Source: an optimization exercise on an open RTL-to-GDS flow (aim: small area, a short achievable clock period and few clock cycles per item). Production flows keep margins and buffers that such runs may drop.

red:
==> flow/design.v <==
module sha256_engine (
    input  wire         clk,
    input  wire         rst,         
    input  wire         in_valid,
    output wire         in_ready,
    input  wire         in_first,    
    input  wire [511:0] in_block,
    output wire         out_valid,
    input  wire         out_ready,
    output wire [255:0] out_digest
);
  localparam [255:0] IV = 256'h6a09e667bb67ae853c6ef372a54ff53a510e527f9b05688c1f83d9ab5be0cd19;
  reg        run;          
  reg  [5:0] t;            
  reg        fin;          
  reg        fill_ok;      
  reg        cur_first;    
  reg        ov;           
  reg        spin;         
  reg  [5:0] rot;          
  reg        l61, l62, l63;   
  reg        first_r;      
  reg [31:0]  a, b, c, d, e, f, g, p;
  reg [255:0] hreg;        
  reg [511:0] w;           
  reg [31:0] k_n;
  always @(*) begin
    case (t)
      6'd0: k_n = 32'h71374491; 6'd1: k_n = 32'hb5c0fbcf;
      6'd2: k_n = 32'he9b5dba5; 6'd3: k_n = 32'h3956c25b;
      6'd4: k_n = 32'h59f111f1; 6'd5: k_n = 32'h923f82a4;
      6'd6: k_n = 32'hab1c5ed5; 6'd7: k_n = 32'hd807aa98;
      6'd8: k_n = 32'h12835b01; 6'd9: k_n = 32'h243185be;
      6'd10: k_n = 32'h550c7dc3; 6'd11: k_n = 32'h72be5d74;
      6'd12: k_n = 32'h80deb1fe; 6'd13: k_n = 32'h9bdc06a7;
      6'd14: k_n = 32'hc19bf174; 6'd15: k_n = 32'he49b69c1;
      6'd16: k_n = 32'hefbe4786; 6'd17: k_n = 32'h0fc19dc6;
      6'd18: k_n = 32'h240ca1cc; 6'd19: k_n = 32'h2de92c6f;
      6'd20: k_n = 32'h4a7484aa; 6'd21: k_n = 32'h5cb0a9dc;
      6'd22: k_n = 32'h76f988da; 6'd23: k_n = 32'h983e5152;
      6'd24: k_n = 32'ha831c66d; 6'd25: k_n = 32'hb00327c8;
      6'd26: k_n = 32'hbf597fc7; 6'd27: k_n = 32'hc6e00bf3;
      6'd28: k_n = 32'hd5a79147; 6'd29: k_n = 32'h06ca6351;
      6'd30: k_n = 32'h14292967; 6'd31: k_n = 32'h27b70a85;
      6'd32: k_n = 32'h2e1b2138; 6'd33: k_n = 32'h4d2c6dfc;
      6'd34: k_n = 32'h53380d13; 6'd35: k_n = 32'h650a7354;
      6'd36: k_n = 32'h766a0abb; 6'd37: k_n = 32'h81c2c92e;
      6'd38: k_n = 32'h92722c85; 6'd39: k_n = 32'ha2bfe8a1;
      6'd40: k_n = 32'ha81a664b; 6'd41: k_n = 32'hc24b8b70;
      6'd42: k_n = 32'hc76c51a3; 6'd43: k_n = 32'hd192e819;
      6'd44: k_n = 32'hd6990624; 6'd45: k_n = 32'hf40e3585;
      6'd46: k_n = 32'h106aa070; 6'd47: k_n = 32'h19a4c116;
      6'd48: k_n = 32'h1e376c08; 6'd49: k_n = 32'h2748774c;
      6'd50: k_n = 32'h34b0bcb5; 6'd51: k_n = 32'h391c0cb3;
      6'd52: k_n = 32'h4ed8aa4a; 6'd53: k_n = 32'h5b9cca4f;
      6'd54: k_n = 32'h682e6ff3; 6'd55: k_n = 32'h748f82ee;
      6'd56: k_n = 32'h78a5636f; 6'd57: k_n = 32'h84c87814;
      6'd58: k_n = 32'h8cc70208; 6'd59: k_n = 32'h90befffa;
      6'd60: k_n = 32'ha4506ceb; 6'd61: k_n = 32'hbef9a3f7;
      6'd62: k_n = 32'hc67178f2; default: k_n = 32'h428a2f98;
    endcase
  end
  function [31:0] rotr;
    input [31:0] x;
    input integer n;
    rotr = (x >> n) | (x << (32 - n));
  endfunction
  function [31:0] add_bk;
    input [31:0] xi, yi;
    reg   [31:0] x, y, gg, pp, hp;
    integer lv, i;
    begin
      x  = ~xi;
      y  = ~yi;
      gg = x & y;
      pp = x ^ y;
      hp = pp;
      gg[0] = gg[0] | pp[0];
      for (lv = 0; lv < 5; lv = lv + 1)
        for (i = (2 << lv) - 1; i < 32; i = i + (2 << lv)) begin
          gg[i] = gg[i] | (pp[i] & gg[i - (1 << lv)]);
          pp[i] = pp[i] & pp[i - (1 << lv)];
        end
      for (lv = 3; lv >= 0; lv = lv - 1)
        for (i = (3 << lv) - 1; i < 32; i = i + (2 << lv)) begin
          gg[i] = gg[i] | (pp[i] & gg[i - (1 << lv)]);
          pp[i] = pp[i] & pp[i - (1 << lv)];
        end
      add_bk = ~(hp ^ {gg[30:0], 1'b1});
    end
  endfunction
  function [31:0] maj3;
    input [31:0] x, y, z;
    maj3 = (x & y) | (x & z) | (y & z);
  endfunction
  wire f_fill = ~fin & (t[5:4] == 2'b11);         
  assign in_ready = fin & (~run | fill_ok);
  wire acc    = in_ready & in_valid;
  wire finish = fin & run;
  wire ov_nx  = finish | (ov & ~out_ready);
  reg [5:0] t_nx;
  reg       run_nx, fin_nx;
  always @(*) begin
    t_nx = t; run_nx = run; fin_nx = fin;
    if (fin) begin
      run_nx = acc;
      fin_nx = 1'b0;
      t_nx   = acc ? 6'd0 : 6'd48;
    end else if (spin) begin
    end else if (t == 6'd63) begin
      fin_nx = 1'b1;
    end else if (run | in_valid | (t != 6'd48)) begin
      t_nx = t + 6'd1;
    end
  end
  wire [31:0] big_s1 = rotr(e, 6) ^ rotr(e, 11) ^ rotr(e, 25);
  wire [31:0] ch     = (e & f) ^ (~e & g);
  wire [31:0] big_s0 = rotr(a, 2) ^ rotr(a, 13) ^ rotr(a, 22);
  wire [31:0] maj    = (a & b) ^ (a & c) ^ (b & c);
  wire [31:0] as0 = p ^ ch ^ maj;
  wire [31:0] ac0 = {maj3(p, ch, maj), 1'b0};
  wire [31:0] as1 = as0 ^ ac0 ^ big_s1;
  wire [31:0] ac1 = {maj3(as0, ac0, big_s1), 1'b0};
  wire [31:0] as2 = as1 ^ ac1 ^ big_s0;
  wire [31:0] ac2 = {maj3(as1, ac1, big_s0), 1'b0};
  wire [31:0] a_n = ~((~as2) + (~ac2) + 32'd1);
  wire [31:0] es0 = d ^ p ^ ch;
  wire [31:0] ec0 = {maj3(d, p, ch), 1'b0};
  wire [31:0] es1 = es0 ^ ec0 ^ big_s1;
  wire [31:0] ec1 = {maj3(es0, ec0, big_s1), 1'b0};
  wire [31:0] e_n = ~((~es1) + (~ec1) + 32'd1);
  wire [31:0] w0  = w[511:480];
  wire [31:0] w1  = w[479:448];
  wire [31:0] w9  = w[223:192];
  wire [31:0] w14 = w[63:32];
  wire [31:0] sm_s0 = rotr(w1, 7) ^ rotr(w1, 18) ^ (w1 >> 3);
  wire [31:0] sm_s1 = rotr(w14, 17) ^ rotr(w14, 19) ^ (w14 >> 10);
  wire [31:0] ws0 = w0 ^ sm_s0 ^ w9;
  wire [31:0] wc0 = {maj3(w0, sm_s0, w9), 1'b0};
  wire [31:0] ws1 = ws0 ^ wc0 ^ sm_s1;
  wire [31:0] wc1 = {maj3(ws0, wc0, sm_s1), 1'b0};
  wire [31:0] w_new = add_bk(ws1, wc1);
  wire [31:0] in_word = in_block[511 - 32*t[3:0] -: 32];
  wire        hstep  = ~spin & (l61 | l62 | l63 | fin);
  wire [31:0] iv_a   = l61 ? IV[159:128] : l62 ? IV[191:160] : l63 ? IV[223:192] : IV[255:224];
  wire [31:0] iv_e   = l61 ? IV[31:0]    : l62 ? IV[63:32]   : l63 ? IV[95:64]   : IV[127:96];
  wire        use_iv = run & cur_first;
  wire [31:0] lane_a = add_bk(use_iv ? iv_a : hreg[159:128], run ? a : 32'h0);
  wire [31:0] lane_e = add_bk(use_iv ? iv_e : hreg[31:0],    run ? e : 32'h0);
  wire [255:0] init = first_r ? IV :
                      {lane_a, hreg[255:160], lane_e, hreg[127:32]};
  wire [31:0] h_nx = fin ? init[31:0] : g;
  wire [31:0] ps0  = h_nx ^ k_n ^ w0;
  wire [31:0] pc0  = {maj3(h_nx, k_n, w0), 1'b0};
  wire [31:0] p_n  = add_bk(ps0, pc0);
  assign out_valid  = ov;
  assign out_digest = hreg;
  always @(posedge clk) begin
    if (rst) begin
      run    <= 1'b0;
      t      <= 6'd48;
      fin    <= 1'b0;
      fill_ok <= 1'b0;
      ov     <= 1'b0;
      spin   <= 1'b0;
      rot    <= 6'd0;
      l61    <= 1'b0;
      l62    <= 1'b0;
      l63    <= 1'b0;
    end else begin
      run    <= run_nx;
      t      <= t_nx;
      fin    <= fin_nx;
      ov     <= ov_nx;
      spin   <= ~fin_nx & (t_nx == 6'd61) & (ov_nx | (spin & (rot != 6'd47)));
      rot    <= spin ? ((rot == 6'd47) ? 6'd0 : rot + 6'd1) : 6'd0;
      if (run & ~fin & (t == 6'd48))
        fill_ok <= in_valid;
      l61    <= ~fin_nx & (t_nx == 6'd61);
      l62    <= ~fin_nx & (t_nx == 6'd62);
      l63    <= ~fin_nx & (t_nx == 6'd63);
    end
    if (f_fill)
      first_r <= in_first;
    if (hstep)
      hreg <= {lane_a, hreg[255:160], lane_e, hreg[127:32]};
    if (acc)
      cur_first <= first_r;
    if (spin) begin
      w <= {w[479:0], w0};
      {a, b, c, d} <= {d, a, b, c};
      {e, f, g} <= {g, e, f};
    end else begin
      w <= {w[479:0], f_fill ? in_word : w_new};
      if (in_ready) begin
        {a, b, c, d} <= init[255:128];
        {e, f, g} <= init[127:32];
      end else begin
        {a, b, c, d} <= {a_n, a, b, c};
        {e, f, g} <= {e_n, e, f};
      end
      p <= p_n;
    end
  end
endmodule
export LEC_CHECK = 0
export CAP_MARGIN = 20
export CORE_MARGIN = 2
export CORE_UTILIZATION = 40
export CTS_BUF_LIST = sky130_fd_sc_hd__clkbuf_8
export CTS_CLUSTER_SIZE = 30
export SETUP_SLACK_MARGIN = 5
export SLEW_MARGIN = 20
create_clock -name core_clock -period 10.0 [get_ports {clk}]
standard.sh (not shown) runs the stock make flow with config.mk's settings and CLKGATE_MAP_FILE= SYNTH_SCRIPT=/design/flow/synth_recipe.tcl, a recipe that flattens the netlist after the stock synthesis.
==> flow/flow/run.sh <==
#!/bin/bash
# Standard layout, with the smallest buffer on each port.
set -euo pipefail
bash standard.sh "BUFFER_PORTS_ARGS=-buffer_cell sky130_fd_sc_hd__buf_1" finish > standard_flow.log 2>&1
Modified inputs, blue compared to red
diff --git a/flow/design.v b/flow/design.v
--- a/flow/design.v
+++ b/flow/design.v
@@ -66,16 +66,13 @@
     rotr = (x >> n) | (x << (32 - n));
   endfunction
   function [31:0] add_bk;
-    input [31:0] xi, yi;
-    reg   [31:0] x, y, gg, pp, hp;
+    input [31:0] x, y;
+    reg   [31:0] gg, pp, hp;
     integer lv, i;
     begin
-      x  = ~xi;
-      y  = ~yi;
       gg = x & y;
       pp = x ^ y;
       hp = pp;
-      gg[0] = gg[0] | pp[0];
       for (lv = 0; lv < 5; lv = lv + 1)
         for (i = (2 << lv) - 1; i < 32; i = i + (2 << lv)) begin
           gg[i] = gg[i] | (pp[i] & gg[i - (1 << lv)]);
@@ -86,7 +83,7 @@
           gg[i] = gg[i] | (pp[i] & gg[i - (1 << lv)]);
           pp[i] = pp[i] & pp[i - (1 << lv)];
         end
-      add_bk = ~(hp ^ {gg[30:0], 1'b1});
+      add_bk = hp ^ {gg[30:0], 1'b0};
     end
   endfunction
   function [31:0] maj3;
@@ -117,18 +114,22 @@
   wire [31:0] ch     = (e & f) ^ (~e & g);
   wire [31:0] big_s0 = rotr(a, 2) ^ rotr(a, 13) ^ rotr(a, 22);
   wire [31:0] maj    = (a & b) ^ (a & c) ^ (b & c);
-  wire [31:0] as0 = p ^ ch ^ maj;
-  wire [31:0] ac0 = {maj3(p, ch, maj), 1'b0};
+  wire [31:0] pch_x = (e & (p ^ f)) | (~e & (p ^ g));    
+  wire [31:0] pch_a = (e & (p & f)) | (~e & (p & g));    
+  wire [31:0] pch_o = (e & (p | f)) | (~e & (p | g));    
+  wire [31:0] maj_m = (a & (b | c)) | (~a & (b & c));    
+  wire [31:0] as0 = pch_x ^ maj_m;
+  wire [31:0] ac0 = {pch_a | (pch_o & maj_m), 1'b0};
   wire [31:0] as1 = as0 ^ ac0 ^ big_s1;
   wire [31:0] ac1 = {maj3(as0, ac0, big_s1), 1'b0};
   wire [31:0] as2 = as1 ^ ac1 ^ big_s0;
   wire [31:0] ac2 = {maj3(as1, ac1, big_s0), 1'b0};
-  wire [31:0] a_n = ~((~as2) + (~ac2) + 32'd1);
+  wire [31:0] a_n = as2 + ac2;
   wire [31:0] es0 = d ^ p ^ ch;
   wire [31:0] ec0 = {maj3(d, p, ch), 1'b0};
   wire [31:0] es1 = es0 ^ ec0 ^ big_s1;
   wire [31:0] ec1 = {maj3(es0, ec0, big_s1), 1'b0};
-  wire [31:0] e_n = ~((~es1) + (~ec1) + 32'd1);
+  wire [31:0] e_n = es1 + ec1;
   wire [31:0] w0  = w[511:480];
   wire [31:0] w1  = w[479:448];
   wire [31:0] w9  = w[223:192];
Notes after the runs:
Between red and blue, the flow reports first-pass GRT wire length decreasing slightly. blue ends up with a later-pin clock latency in the skew report that is 0.02 ns lower than in red. | arrival time of the worst setup path | blue vs red | 0.29 ns lower |. Compared with red, blue shows worst hold slack lower by 0.0047 ns. blue vs red, post-synthesis adder-cell area fraction went up by 0.75 points. Between red and blue, the flow reports width of the chip increasing by a few percent. On number of buffers created by CTS: between blue and red, it ends up higher for blue. Compared with red, blue shows a utilization after layout that is 0.22 points lower. Delta(routability congestion estimate from global placement, blue - red) < 0. Summary — die area, blue relative to red: higher, by about 5.6%. Going from red to blue, area after synthesis now sits higher, wire length -about 2.4%.
No run of this note included a check of the RTL's function; only the layout flow was run.

## afterwards: timing with drivers on the ports
The results above use ideal ports. As a check the final layouts listed here were re-extracted and re-timed, cells and wires unchanged. Step 1 sets driving cells, clkbuf_16 on the clock port and buf_2 on the other inputs (assumed; they add their load-dependent delay and slew). Step 2 moves the port delays by t, midway between the first and last clock arrival at a register: inputs arrive t later, outputs are due t later. That takes back most of the time a late clock gives input paths. Slacks: ideal / step 1 / step 2; pairs: ideal / step 1.
run | t, ns | setup WS [ns] | latest minus earliest clock arrival (ns)
red | 0.972 | 4.595 / 4.595 / 4.049 | 0.058 / 0.057
blue | 0.962 | 4.810 / 4.810 / 4.357 | 0.049 / 0.049
After both steps setup and hold are still met in every run listed. The setup slack of red, which loses most, moves by 0.000 ns with the drivers and by -0.546 ns with both steps.
